Source: an optimization exercise on an open RTL-to-GDS flow (aim: small area, a short achievable clock period and few clock cycles per item). Production flows keep margins and buffers that such runs may drop. Only simulation tests tie the RTL to the original design; equivalence was not proved. Power figures rest on the tool's default switching activity, not on a simulated workload.

== run 1 ==
==> flow/design.v <==
module lzw_dec (
    input  wire       clk,
    input  wire       rst,
    input  wire       in_valid,
    output wire       in_ready,
    input  wire [7:0] in_data,
    input  wire       in_last,
    output wire       out_valid,
    input  wire       out_ready,
    output wire [7:0] out_data,
    output wire       done,
    output wire       err
);
    localparam LN = 3;                  
    localparam N  = 1 << LN;
    localparam BW = 32;   
    localparam W_CODE = 3'd0;           
    localparam W_WALK = 3'd1;           
    localparam W_WAIT = 3'd2;           
    localparam W_REW  = 3'd3;           
    localparam W_END  = 3'd4;           
    localparam W_FIN  = 3'd5;           
    localparam W_DONE = 3'd6;           
    reg        ib_v;
    reg  [7:0] ib_d;
    reg        got_last;    
    reg [BW-1:0] bb;
    reg  [5:0] cnt;
    reg  [2:0] wst;
    wire       mv      = ib_v && ((cnt <= BW-8) || (wst == W_END));
    reg        in_rdy;      
    assign in_ready    = in_rdy;
    wire       take_in = in_valid && in_rdy;
    reg  [8:0] cur;         
    reg  [8:0] wstart;      
    reg  [8:0] wcode;       
    reg        wkwk;        
    reg  [7:0] wroot;       
    reg  [6:0] ecnt;        
    reg  [6:0] rem;         
    reg  [8:0] prev;
    reg        prev_ok;
    reg  [7:0] nidx;        
    reg        bad;
    reg [16:0] dict [2:127];
    reg        wr_v;        
    reg  [6:0] wr_idx;
    reg [16:0] wr_data;
    reg  [7:0] sbuf [0:N-1];
    reg [LN:0] wp;
    reg [LN:0] wbase;
    reg        tok_v;
    reg  [7:0] tok_root;
    reg [LN:0] tok_top;
    reg [LN:0] tok_base;
    reg  [6:0] tok_nx;      
    reg        tok_noroot;
    reg [LN:0] rd_n;
    reg [LN-1:0] rp;
    reg [LN:0] rd_base;
    reg  [7:0] rd_root;
    reg  [6:0] rd_nx;
    wire       rd_kwk = (rd_nx != 7'd0);
    reg        last_ok;
    reg [LN:0] last_top;
    reg [LN:0] last_base;
    reg  [7:0] last_root;
    reg  [6:0] last_nx;
    reg        ov0, ov1;
    reg  [7:0] od0, od1;
    assign out_valid = ov0;
    assign out_data  = od0;
    reg        done_r, err_r;
    assign done      = done_r;
    assign err       = err_r;
    wire       room     = !ov1;
    wire       rd_buf   = (rd_n != 0);
    wire       tok_take = room && !rd_buf && !rd_kwk && tok_v;
    wire       tokfree  = !tok_v || tok_take;
    reg        produce;
    reg  [7:0] pbyte;
    always @(*) begin
        produce = 1'b0;
        pbyte   = sbuf[rp];
        if (room) begin
            if (rd_buf) begin
                produce = 1'b1;
                pbyte   = sbuf[rp];
            end else if (rd_kwk) begin
                produce = 1'b1;
                pbyte   = rd_root;
            end else if (tok_v && !tok_noroot) begin
                produce = 1'b1;
                pbyte   = tok_root;
            end
        end
    end
    wire       have    = (cnt >= 6'd9);
    wire [8:0] code    = bb[8:0];
    wire       c_lit   = !code[8];
    wire       c_clr   = (code == 9'd256);
    wire       c_end   = (code == 9'd257);
    wire       c_rng   = code[8] && !code[7] && (code[6:1] != 6'd0);
    wire       c_old   = c_rng && ({1'b0, code[6:0]} < nidx);
    wire       c_kwk   = c_rng && ({1'b0, code[6:0]} == nidx) && prev_ok;
    wire       room_d  = !nidx[7];      
    wire       in_done = got_last && !ib_v;
    wire       c_dir   = c_lit || (c_kwk && last_ok);
    wire [7:0] d_root  = c_lit ? code[7:0] : last_root;
    reg  [6:0]  ra;
    wire [16:0] dent   = dict[ra];
    wire [8:0]  p      = dent[16:8];
    wire [7:0]  b      = dent[7:0];
    wire        p_last = !p[8];
    wire [LN:0] tail   = rd_buf ? rd_base : (tok_v ? tok_base : wbase);
    wire        full   = (wp[LN-1:0] == tail[LN-1:0]) && (wp[LN] != tail[LN]);
    wire        only   = !rd_buf && !tok_v;
    wire        canpush = !full || only;
    wire        lit_go  = (wst == W_CODE) && have && c_dir && tokfree;
    wire        c_hit   = wr_v && (code[6:0] == wr_idx);
    wire        pend    = (wst == W_WALK) && !cur[8];
    wire        rd_go   = ((wst == W_CODE) && have && c_old && !c_hit) ||
                          ((wst == W_WALK) && cur[8]);
    wire        w_push  = rd_go && canpush;
    wire        w_fin   = tokfree && ((w_push && p_last) || pend);
    wire        consume = (wst == W_CODE) && have &&
                          (c_dir ? tokfree : ((c_old && !c_hit) ? w_push : 1'b1));
    wire        r_adv   = (wst == W_REW);
    wire        push    = w_push || r_adv;
    wire [6:0]  e_tot   = ecnt + 7'd1;
    wire [7:0]  f_root  = pend ? cur[7:0] : p[7:0];
    wire [6:0]  f_etot  = pend ? ecnt : e_tot;
    wire [LN:0] f_top   = pend ? wp : wp + 1'b1;
    wire [LN:0] f_base  = (!pend && full) ? wbase + 1'b1 : wbase;
    always @(posedge clk) begin
        if (push)
            sbuf[wp[LN-1:0]] <= b;
        if (wr_v)
            dict[wr_idx] <= wr_data;
    end
    wire [BW-1:0] bb_s  = consume ? (bb >> 9) : bb;
    wire [5:0]  cnt_s = consume ? (cnt - 6'd9) : cnt;
    wire [BW-1:0] bb_in = {{(BW-8){1'b0}}, ib_d} << cnt_s;
    wire        clr_in  = in_done && (((wst == W_CODE) && !have) || (wst == W_END));
    wire        gl_nx   = clr_in ? 1'b0 : (take_in ? in_last : got_last);
    wire        ibv_nx  = take_in || (ib_v && !mv);
    wire        bb_clr  = clr_in || (wst == W_END);
    wire [5:0]  cnt_nx  = bb_clr ? 6'd0 : (mv ? cnt_s + 6'd8 : cnt_s);
    wire [BW-1:0] bb_nx = bb_clr ? {BW{1'b0}} : (mv ? (bb_s | bb_in) : bb_s);
    wire        fin_go  = (wst == W_FIN) && !tok_v && !rd_buf && !rd_kwk && !ov1 &&
                          (!ov0 || out_ready);
    always @(posedge clk) begin
        if (rst) begin
            ib_v     <= 1'b0;
            got_last <= 1'b0;
            bb       <= {BW{1'b0}};
            cnt      <= 7'd0;
            wst      <= W_CODE;
            prev_ok  <= 1'b0;
            nidx     <= 8'd2;
            bad      <= 1'b0;
            ecnt     <= 7'd0;
            wr_v     <= 1'b0;
            wp       <= {(LN+1){1'b0}};
            wbase    <= {(LN+1){1'b0}};
            tok_v    <= 1'b0;
            rd_n     <= {(LN+1){1'b0}};
            rd_nx    <= 7'd0;
            last_ok  <= 1'b0;
            ov0      <= 1'b0;
            ov1      <= 1'b0;
            in_rdy   <= 1'b1;
            done_r   <= 1'b0;
            err_r    <= 1'b0;
        end else begin
            if (take_in)
                ib_d <= in_data;
            got_last <= gl_nx;
            ib_v     <= ibv_nx;
            bb       <= bb_nx;
            cnt      <= cnt_nx;
            in_rdy   <= !gl_nx && (!ibv_nx || (cnt_nx <= BW-8));
            done_r   <= fin_go;
            err_r    <= fin_go && bad;
            case (wst)
            W_CODE: begin
                if (have && c_old && c_hit)
                    ra <= code[6:0];
                else if (have && c_kwk && !c_dir)
                    ra <= prev[6:0];
                else if (w_push && p[8])
                    ra <= p[6:0];
                else
                    ra <= bb_nx[6:0];
            end
            W_WALK: begin
                if (w_push)
                    ra <= p[8] ? p[6:0] : bb_nx[6:0];
                else if (pend)
                    ra <= bb_nx[6:0];
            end
            W_WAIT:  ra <= wstart[6:0];
            W_REW:   ra <= (ecnt == 7'd1) ? bb_nx[6:0] : p[6:0];
            default: ra <= bb_nx[6:0];
            endcase
            wr_v <= 1'b0;
            case (wst)
            W_CODE: begin
                if (have) begin
                    if (c_clr) begin
                        nidx    <= 8'd2;
                        prev_ok <= 1'b0;
                    end else if (c_end) begin
                        wst <= W_END;
                    end else if (c_dir) begin
                        if (tokfree) begin
                            if (prev_ok && room_d) begin
                                wr_v    <= 1'b1;
                                wr_idx  <= nidx[6:0];
                                wr_data <= {prev, d_root};
                                nidx    <= nidx + 8'd1;
                            end
                            prev    <= code;
                            prev_ok <= 1'b1;
                        end
                    end else if (c_kwk) begin
                        cur    <= prev;
                        wstart <= prev;
                        wcode  <= code;
                        wkwk   <= 1'b1;
                        wst    <= W_WALK;
                    end else if (c_old) begin
                        wstart <= code;
                        wcode  <= code;
                        wkwk   <= 1'b0;
                        if (c_hit) begin
                            cur <= code;
                            wst <= W_WALK;
                        end else if (w_push && !w_fin)
                            wst <= W_WALK;
                    end else begin
                        bad <= 1'b1;
                        wst <= W_END;
                    end
                end else if (in_done) begin
                    bad      <= 1'b1;
                    wst      <= W_FIN;
                end
            end
            W_WALK: begin
                if (w_fin) begin
                    if (f_etot > N) begin
                        rem <= f_etot - N;
                        wst <= W_WAIT;
                    end else begin
                        wst <= W_CODE;
                    end
                end
            end
            W_WAIT: begin
                if (only) begin
                    cur   <= wstart;
                    wbase <= wp;
                    ecnt  <= rem;      
                    wst   <= W_REW;
                end
            end
            W_REW: begin
                cur  <= p;
                wp   <= wp + 1'b1;
                ecnt <= ecnt - 7'd1;
                if (full)
                    wbase <= wbase + 1'b1;
                if (ecnt == 7'd1) begin
                    wbase <= wp + 1'b1;
                    if (rem > N) begin
                        rem <= rem - N;
                        wst <= W_WAIT;
                    end else begin
                        wst <= W_CODE;
                    end
                end
            end
            W_END: begin
                if (in_done)
                    wst <= W_FIN;
            end
            W_FIN: begin
                if (fin_go)
                    wst <= W_DONE;
            end
            W_DONE: begin
                nidx    <= 8'd2;
                prev_ok <= 1'b0;
                bad     <= 1'b0;
                wst     <= W_CODE;
            end
            default: wst <= W_CODE;
            endcase
            if (w_push) begin
                cur  <= p;
                wp   <= wp + 1'b1;
                ecnt <= e_tot;
                if (full)
                    wbase <= wbase + 1'b1;
            end
            if (w_push || pend) begin
                wroot   <= f_root;
                wr_idx  <= nidx[6:0];
                wr_data <= {prev, f_root};
            end
            if (w_fin) begin
                if (prev_ok && room_d) begin
                    wr_v <= 1'b1;
                    nidx <= nidx + 8'd1;
                end
                prev    <= (wst == W_CODE) ? code : wcode;
                prev_ok <= 1'b1;
                wbase   <= f_top;
                if (f_etot <= N)
                    ecnt <= 7'd0;
            end
            if (lit_go) begin
                last_ok   <= 1'b1;
                last_root <= d_root;
                if (c_lit) begin
                    last_top  <= wp;
                    last_base <= wp;
                    last_nx   <= 7'd0;
                end else begin
                    last_nx   <= last_nx + 7'd1;
                end
            end else if (w_fin) begin
                last_ok   <= (f_etot <= N);
                last_root <= f_root;
                last_top  <= f_top;
                last_base <= wbase;
                last_nx   <= {6'd0, (wst == W_WALK) && wkwk};
            end
            if (lit_go) begin
                tok_v      <= 1'b1;
                tok_root   <= d_root;
                tok_top    <= c_lit ? wp : last_top;
                tok_base   <= c_lit ? wp : last_base;
                tok_nx     <= c_lit ? 7'd0 : last_nx + 7'd1;
                tok_noroot <= 1'b0;
            end else if ((w_push || pend) && tokfree) begin
                tok_v      <= w_fin || (tok_v && !tok_take);
                tok_root   <= f_root;
                tok_top    <= f_top;
                tok_base   <= f_base;
                tok_nx     <= {6'd0, (wst == W_WALK) && wkwk && (f_etot <= N)};
                tok_noroot <= 1'b0;
            end else if ((wst == W_REW) && (ecnt == 7'd1)) begin
                tok_v      <= 1'b1;
                tok_root   <= wroot;
                tok_top    <= wp + 1'b1;
                tok_base   <= full ? wbase + 1'b1 : wbase;
                tok_nx     <= {6'd0, wkwk && (rem <= N)};
                tok_noroot <= 1'b1;
            end else if (tok_take) begin
                tok_v <= 1'b0;
            end
            if (room) begin
                if (rd_buf) begin
                    rp   <= rp - 1'b1;
                    rd_n <= rd_n - 1'b1;
                end else if (rd_kwk) begin
                    rd_nx <= rd_nx - 7'd1;
                end else if (tok_v) begin
                    rd_root <= tok_root;
                    rd_nx   <= tok_nx;
                    rd_base <= tok_base;
                    rd_n    <= tok_top - tok_base;
                    rp      <= tok_top[LN-1:0] - 1'b1;
                end
            end
            if (ov0 && out_ready) begin
                if (ov1) begin
                    od0 <= od1;
                    ov1 <= 1'b0;
                    if (produce) begin
                        od1 <= pbyte;
                        ov1 <= 1'b1;
                    end
                end else begin
                    ov0 <= produce;
                    od0 <= pbyte;
                end
            end else begin
                if (!ov0) begin
                    ov0 <= produce;
                    od0 <= pbyte;
                end else if (produce) begin
                    od1 <= pbyte;
                    ov1 <= 1'b1;
                end
            end
        end
    end
endmodule
export LEC_CHECK = 0
export CAP_MARGIN = 20
export CORE_MARGIN = 2
export CORE_UTILIZATION = 40
export SETUP_SLACK_MARGIN = 5
export SLEW_MARGIN = 20
create_clock -name core_clock -period 10.0 [get_ports {clk}]
run.sh (not shown) runs the stock make flow with config.mk's settings and CLKGATE_MAP_FILE= SYNTH_SCRIPT=/design/flow/synth_recipe.tcl, a recipe that flattens the netlist after the stock synthesis.
Run 1 completed end to end with timing, DRC and antenna clean.
Testbench counts of run 1, summed over its fixed seeds: cycles 90,843, items 85,491.
### run 1 -> run 2
--- a/flow/design.v
+++ b/flow/design.v
@@ -39,13 +39,14 @@
     reg  [6:0] ecnt;        
     reg  [6:0] rem;         
     reg  [8:0] prev;
     reg        prev_ok;
     reg  [7:0] nidx;        
     reg        bad;
-    reg [16:0] dict [2:127];
+    reg  [8:0] dict_p [2:127];    
+    reg  [7:0] dict_b [2:127];    
     reg        wr_v;        
     reg  [6:0] wr_idx;
     reg [16:0] wr_data;
     reg  [7:0] sbuf [0:N-1];
     reg [LN:0] wp;
     reg [LN:0] wbase;
@@ -105,15 +106,17 @@
     wire       c_kwk   = c_rng && ({1'b0, code[6:0]} == nidx) && prev_ok;
     wire       room_d  = !nidx[7];      
     wire       in_done = got_last && !ib_v;
     wire       c_dir   = c_lit || (c_kwk && last_ok);
     wire [7:0] d_root  = c_lit ? code[7:0] : last_root;
     reg  [6:0]  ra;
-    wire [16:0] dent   = dict[ra];
-    wire [8:0]  p      = dent[16:8];
-    wire [7:0]  b      = dent[7:0];
+    wire [8:0]  p      = dict_p[ra];
+    reg  [6:0]  ra_d;
+    reg         pw_v;
+    reg [LN-1:0] pw_a;
+    wire [7:0]  b      = dict_b[ra_d];
     wire        p_last = !p[8];
     wire [LN:0] tail   = rd_buf ? rd_base : (tok_v ? tok_base : wbase);
     wire        full   = (wp[LN-1:0] == tail[LN-1:0]) && (wp[LN] != tail[LN]);
     wire        only   = !rd_buf && !tok_v;
     wire        canpush = !full || only;
     wire        lit_go  = (wst == W_CODE) && have && c_dir && tokfree;
@@ -130,16 +133,20 @@
     wire [6:0]  e_tot   = ecnt + 7'd1;
     wire [7:0]  f_root  = pend ? cur[7:0] : p[7:0];
     wire [6:0]  f_etot  = pend ? ecnt : e_tot;
     wire [LN:0] f_top   = pend ? wp : wp + 1'b1;
     wire [LN:0] f_base  = (!pend && full) ? wbase + 1'b1 : wbase;
     always @(posedge clk) begin
-        if (push)
-            sbuf[wp[LN-1:0]] <= b;
-        if (wr_v)
-            dict[wr_idx] <= wr_data;
+        if (pw_v)
+            sbuf[pw_a] <= b;
+        ra_d <= ra;
+        pw_a <= wp[LN-1:0];
+        if (wr_v) begin
+            dict_p[wr_idx] <= wr_data[16:8];
+            dict_b[wr_idx] <= wr_data[7:0];
+        end
     end
     wire [BW-1:0] bb_s  = consume ? (bb >> 9) : bb;
     wire [5:0]  cnt_s = consume ? (cnt - 6'd9) : cnt;
     wire [BW-1:0] bb_in = {{(BW-8){1'b0}}, ib_d} << cnt_s;
     wire        clr_in  = in_done && (((wst == W_CODE) && !have) || (wst == W_END));
     wire        gl_nx   = clr_in ? 1'b0 : (take_in ? in_last : got_last);
@@ -167,24 +174,26 @@
             rd_n     <= {(LN+1){1'b0}};
             rd_nx    <= 7'd0;
             last_ok  <= 1'b0;
             ov0      <= 1'b0;
             ov1      <= 1'b0;
             in_rdy   <= 1'b1;
+            pw_v     <= 1'b0;
             done_r   <= 1'b0;
             err_r    <= 1'b0;
         end else begin
             if (take_in)
                 ib_d <= in_data;
             got_last <= gl_nx;
             ib_v     <= ibv_nx;
             bb       <= bb_nx;
             cnt      <= cnt_nx;
             in_rdy   <= !gl_nx && (!ibv_nx || (cnt_nx <= BW-8));
             done_r   <= fin_go;
             err_r    <= fin_go && bad;
+            pw_v     <= push;
             case (wst)
             W_CODE: begin
                 if (have && c_old && c_hit)
                     ra <= code[6:0];
                 else if (have && c_kwk && !c_dir)
                     ra <= prev[6:0];
### Flow results
The number of ordinary inverters in the final layout number comes out lower for run 1 vs run 2. Of the two values seen for critical-path cell with the highest stage delay, dfxtp_4 was produced by run 1 and o41ai_1 by run 2. From run 1 to run 2 the numbers moved as follows: multi-input combinational area share climbed 0.28 points; sum of met3 wire segment lengths after detailed routing lost about 13%; period utilization increased 0.97 points; combinational power decreased by 34% relative to the old numbers. Run 2 against run 1; placement-stage cell area is up slightly. Cmp run 1 and run 2 / compound-gate portion of the synthesized area / higher: run 2. Portion of the post-synthesis area used by sequential elements | run 2 below run 1. When run 2 is set beside run 1, its smallest hold slack turns out to be 0.084 ns smaller. Final weighted congestion in routability-driven placement, run 2 vs run 1: up slightly. Compared run 2 vs run 1, and shortest clock period the worst path allows after layout is up in run 2. Clock transition at the registers of the reported paths of run 2 is on par with run 1. Run 2 vs run 1, multi-input gate count went down by 36.
Testbench counts of run 2, summed over its fixed seeds: cycles 90,843, items 85,491.

[afterwards: timing with drivers on the ports]
In the flow no input, the clock included, has a driving cell. The finished layouts below were timed again as built, in two steps. Step 1 assumes that a clkbuf_16 drives the clock port and a buf_2 every other input. Step 2 moves the port delays by t, midway between the first and last clock arrival at a register: inputs arrive t later, outputs are due t later. That takes back most of the time a late clock gives input paths. Slacks: ideal ports / drivers / drivers and shift; pairs: ideal ports / drivers.
run	t (ns)	slack for setup (ns)	worst setup path after step 2	slew at the worst register clock pin (ns)	worst data-port slew with drivers (ns)
run 1	0.991	5.229 / 5.229 / 5.229	register to register	0.07 / 0.07	0.04
run 2	0.992	5.131 / 5.131 / 5.131	register to register	0.07 / 0.07	0.06
After both steps setup and hold are still met in every run listed.
